This is an optimization exercise on Yosys and OpenROAD, whose aim is small area, a short achievable clock period and few clock cycles per item, not a production implementation. At most, simulation tests tie the RTL to the original design; equivalence was not proved. Power and IR drop assume default switching activity.

## job 1248
Design pq_engine, start of the top module:
module pq_engine (
    input  wire        clk,
    input  wire        rst,
    input  wire        cmd_valid,
    output wire        cmd_ready,
    input  wire [2:0]  cmd_op,
    input  wire [1:0]  cmd_width,    
    input  wire [3:0]  cmd_x,
    input  wire [3:0]  cmd_y,
    input  wire [7:0]  cmd_rows,     
    input  wire        in_valid,
    output wire        in_ready,
    input  wire [63:0] in_data,
    output reg         out_valid,
    input  wire        out_ready,
    output wire [63:0] out_a,
    output wire [63:0] out_b
);
Settings: LEC_CHECK=0, CAP_MARGIN=20, CORE_MARGIN=2, CORE_UTILIZATION=45, CTS_BUF_LIST=sky130_fd_sc_hd__clkbuf_4 sky130_fd_sc_hd__clkbuf_8, SETUP_SLACK_MARGIN=2.75, SLEW_MARGIN=20; clock period 5.5 ns.
standard.sh (not shown) runs the stock make flow with config.mk's settings and CLKGATE_MAP_FILE= SYNTH_SCRIPT=/design/flow/synth_recipe.tcl, a recipe that flattens the netlist after the stock synthesis.
==> flow/flow/run.sh <==
#!/bin/bash
# Standard layout, with the port buffers made from buf_2 instead of the
# default delay buffers.
export BUFFER_PORTS_ARGS="-buffer_cell sky130_fd_sc_hd__buf_2"
bash standard.sh > standard.log 2>&1
Testbench counts of job 1248, summed over its fixed seeds: cycles 23,550, rows 2,762.
What job 7962 does differently from job 1248 at the input level:
--- a/flow/config.mk
+++ b/flow/config.mk
@@ -9,5 +9,5 @@
 export CORE_MARGIN = 2
 export CORE_UTILIZATION = 45
-export CTS_BUF_LIST = sky130_fd_sc_hd__clkbuf_4 sky130_fd_sc_hd__clkbuf_8
-export SETUP_SLACK_MARGIN = 2.75
+export CTS_BUF_LIST = sky130_fd_sc_hd__clkbuf_4
+export SETUP_SLACK_MARGIN = 2.85
 export SLEW_MARGIN = 20
--- outcome ---
- Diff job 1248 -> job 7962: final area went up about 2.6%; remaining number of nets flagged by the antenna check after routing held.
- Job 7962 vs job 1248 on required time reported for the critical path endpoint: job 7962 is the higher one.
- Y dimension of the die: job 1248 vs job 7962 identical
- The global-route met2 utilization in job 7962 sits 0.97 points above the value recorded for job 1248.
Here is what was changed in the inputs of job 4088 compared with job 7962.
--- a/flow/config.mk
+++ b/flow/config.mk
@@ -6,8 +6,8 @@
 export NUM_CORES = 4
 export LEC_CHECK = 0
-export CAP_MARGIN = 20
+export CAP_MARGIN = 0
 export CORE_MARGIN = 2
 export CORE_UTILIZATION = 45
 export CTS_BUF_LIST = sky130_fd_sc_hd__clkbuf_4
-export SETUP_SLACK_MARGIN = 2.85
-export SLEW_MARGIN = 20
+export SETUP_SLACK_MARGIN = 2.75
+export SLEW_MARGIN = 0
==> results.txt <==
- Job 4088 went all the way through synthesis, placement and routing and the layout is clean on timing, DRC and antenna.
- Comparing job 4088 and job 7962, the lower cell leakage power is on job 4088.
- Job 7962 consumes more power than job 4088.
- The post-synthesis net count was comparable across job 4088 and job 7962.
- In job 4088, the first-pass GRT wire length came out 3.0% below the value in job 7962.
- Taking job 7962 as the reference, in job 4088 switching power share of the total now larger; worst hold margin comparable; post-cts resize count now smaller.
- Delta (job 4088 minus job 7962): first-iteration DRC count has decreased, detailed-router iteration count before antenna repair has decreased, multi-input combinational cell count has remained practically unchanged.
- Min wire length on met1 across job 4088 and job 7962: job 4088
Edits applied to the flow inputs when going from job 4088 to job 2865:
--- a/flow/config.mk
+++ b/flow/config.mk
@@ -6,8 +6,8 @@
 export NUM_CORES = 4
 export LEC_CHECK = 0
-export CAP_MARGIN = 0
+export CAP_MARGIN = 20
 export CORE_MARGIN = 2
 export CORE_UTILIZATION = 45
 export CTS_BUF_LIST = sky130_fd_sc_hd__clkbuf_4
 export SETUP_SLACK_MARGIN = 2.75
-export SLEW_MARGIN = 0
+export SLEW_MARGIN = 20
--- outcome ---
[compare] base=job 4088 new=job 2865: clock buffer count -1.1%, share of total power in combinational logic fell by 0.9 points, final area down about 0.53%, non-clock buffer count saw an increase, met2 track demand over resource in global routing shows no meaningful change. Job 2865 does better than job 4088 on routed wire length.


pq_engine, a different RTL version from the one above (not shown whole).
Size in the first run: about 2700 cells after synthesis, roughly 220 I/O pins.
export LEC_CHECK = 0
export CAP_MARGIN = 20
export CORE_MARGIN = 2
export CORE_UTILIZATION = 45
export CTS_BUF_LIST = sky130_fd_sc_hd__clkbuf_8
export SETUP_SLACK_MARGIN = 2.75
export SLEW_MARGIN = 20
create_clock -name core_clock -period 5.5 [get_ports {clk}]
Scripts as last shown in full above: flow/flow/run.sh
Edit:
CORE_UTILIZATION = 55   (was 45)
CTS_BUF_LIST = sky130_fd_sc_hd__clkbuf_4   (was sky130_fd_sc_hd__clkbuf_8)
After rerunning: Final area decreases by 1.3%; setup slack improved by 48 ps; final cell count decreases by 2.4%; power increases by 0.49%; synthesized area does not change; wire length decreases by 3.2%; via count increases by 0.43%; count of clock-buffer cells in the layout increases by 47; sequential share of layout area increases by 0.28 points.
No run of this note included a check of the RTL's function; only the layout flow was run.


pq_engine, a different RTL version from the one above (not shown whole).
For scale: about 2700 cells after synthesis, roughly 220 I/O pins, ~20000 um2 of cells after synthesis.
Settings: LEC_CHECK=0, CAP_MARGIN=20, CORE_MARGIN=2, CORE_UTILIZATION=45, CTS_BUF_LIST=sky130_fd_sc_hd__clkbuf_16, CTS_CLUSTER_DIAMETER=80, CTS_CLUSTER_SIZE=40, SETUP_SLACK_MARGIN=2.75, SLEW_MARGIN=20; clock period 5.5 ns.
Scripts as last shown in full above: flow/flow/run.sh
The baseline ran to the end with no violations.
Next try:
CTS_BUF_LIST = sky130_fd_sc_hd__clkbuf_8   (was sky130_fd_sc_hd__clkbuf_16)
CTS_CLUSTER_DIAMETER = default   (was 80)
CTS_CLUSTER_SIZE = default   (was 40)
- The changed run produced a clean layout
- sequential share of layout area came out higher by 0.28 points
- count of clock-buffer cells in the layout came out higher by 26
- setup slack gets better by 59 ps
- clock power came out lower by a few percent
- routed wire length came out lower slightly
- clock skew came out higher by 17 ps
- synthesized cell count stays the same
No run of this note included a check of the RTL's function; only the layout flow was run.


pq_engine, a different RTL version from the one above (not shown whole).
Size: ~220 flip-flops, about 220 I/O pins.
export LEC_CHECK = 0
export CAP_MARGIN = 20
export CORE_MARGIN = 2
export CORE_UTILIZATION = 45
export CTS_BUF_LIST = sky130_fd_sc_hd__clkbuf_8
export SETUP_SLACK_MARGIN = 2.75
export SLEW_MARGIN = 20
create_clock -name core_clock -period 5.5 [get_ports {clk}]
Scripts as last shown in full above: flow/flow/run.sh
The baseline ran to the end with no violations.
Testbench counts at the start, summed over its fixed seeds: cycles 23,351, rows 2,762.
Edit:
- CTS_BUF_LIST: sky130_fd_sc_hd__clkbuf_8 -> sky130_fd_sc_hd__clkbuf_4
The changed run completed with no timing, DRC or antenna violations. Sequential share of layout area barely changes. Routed wire length is about the same. Worst setup slack stays flat. Clock power is about the same. Maximum frequency is about the same. Power is higher by 0.48%. Non-clock buffer count is lower by 1. Design area stays flat.

re-timing with driven ports:
In the flow no input, the clock included, has a driving cell. The finished layouts below were timed again as built, in two steps.
Step 1: set_driving_cell puts a clkbuf_16 on clk and a buf_2 on each other input, an assumption about the parent block.
Step 2 also shifts input and output timing later by t, the mid clock arrival at the registers, as if the neighbouring blocks saw the same clock.
Three values: no drivers, after step 1, after step 2; two values: the first two.
run | shift t [ns] | slack for setup (ns) | worst register clock-pin slew, ns | worst data-port slew with drivers (ns) | cell pins on the clock port's net
job 1248 | 0.679 | 2.729 / 2.729 / 2.111 | 0.07 / 0.07 | 0.06 | 1
job 7962 | 0.879 | 2.749 / 2.749 / 2.050 | 0.08 / 0.08 | 0.08 | 1
job 4088 | 0.858 | 2.720 / 2.720 / 1.987 | 0.08 / 0.08 | 0.06 | 1
job 2865 | 0.865 | 2.756 / 2.756 / 2.000 | 0.08 / 0.08 | 0.06 | 1
the first run of note 2 | 0.657 | 2.657 / 2.667 / 2.010 | 0.07 / 0.07 | 0.11 | 1
the second run of note 2 | 0.868 | 2.705 / 2.737 / 1.869 | 0.08 / 0.08 | 0.09 | 1
the first run of note 3 | 0.601 | 2.656 / 2.665 / 2.063 | 0.11 / 0.11 | 0.11 | 1
the second run of note 3 | 0.656 | 2.714 / 2.714 / 2.083 | 0.07 / 0.07 | 0.11 | 1
the first run of note 4 | 0.676 | 2.755 / 2.732 / 2.116 | 0.07 / 0.07 | 0.10 | 1
the second run of note 4 | 0.836 | 2.755 / 2.755 / 2.018 | 0.08 / 0.08 | 0.09 | 1
After both steps every run listed still meets setup and hold. The setup slack of the second run of note 2, which loses most, moves by +0.032 ns with the drivers and by -0.836 ns with both steps.
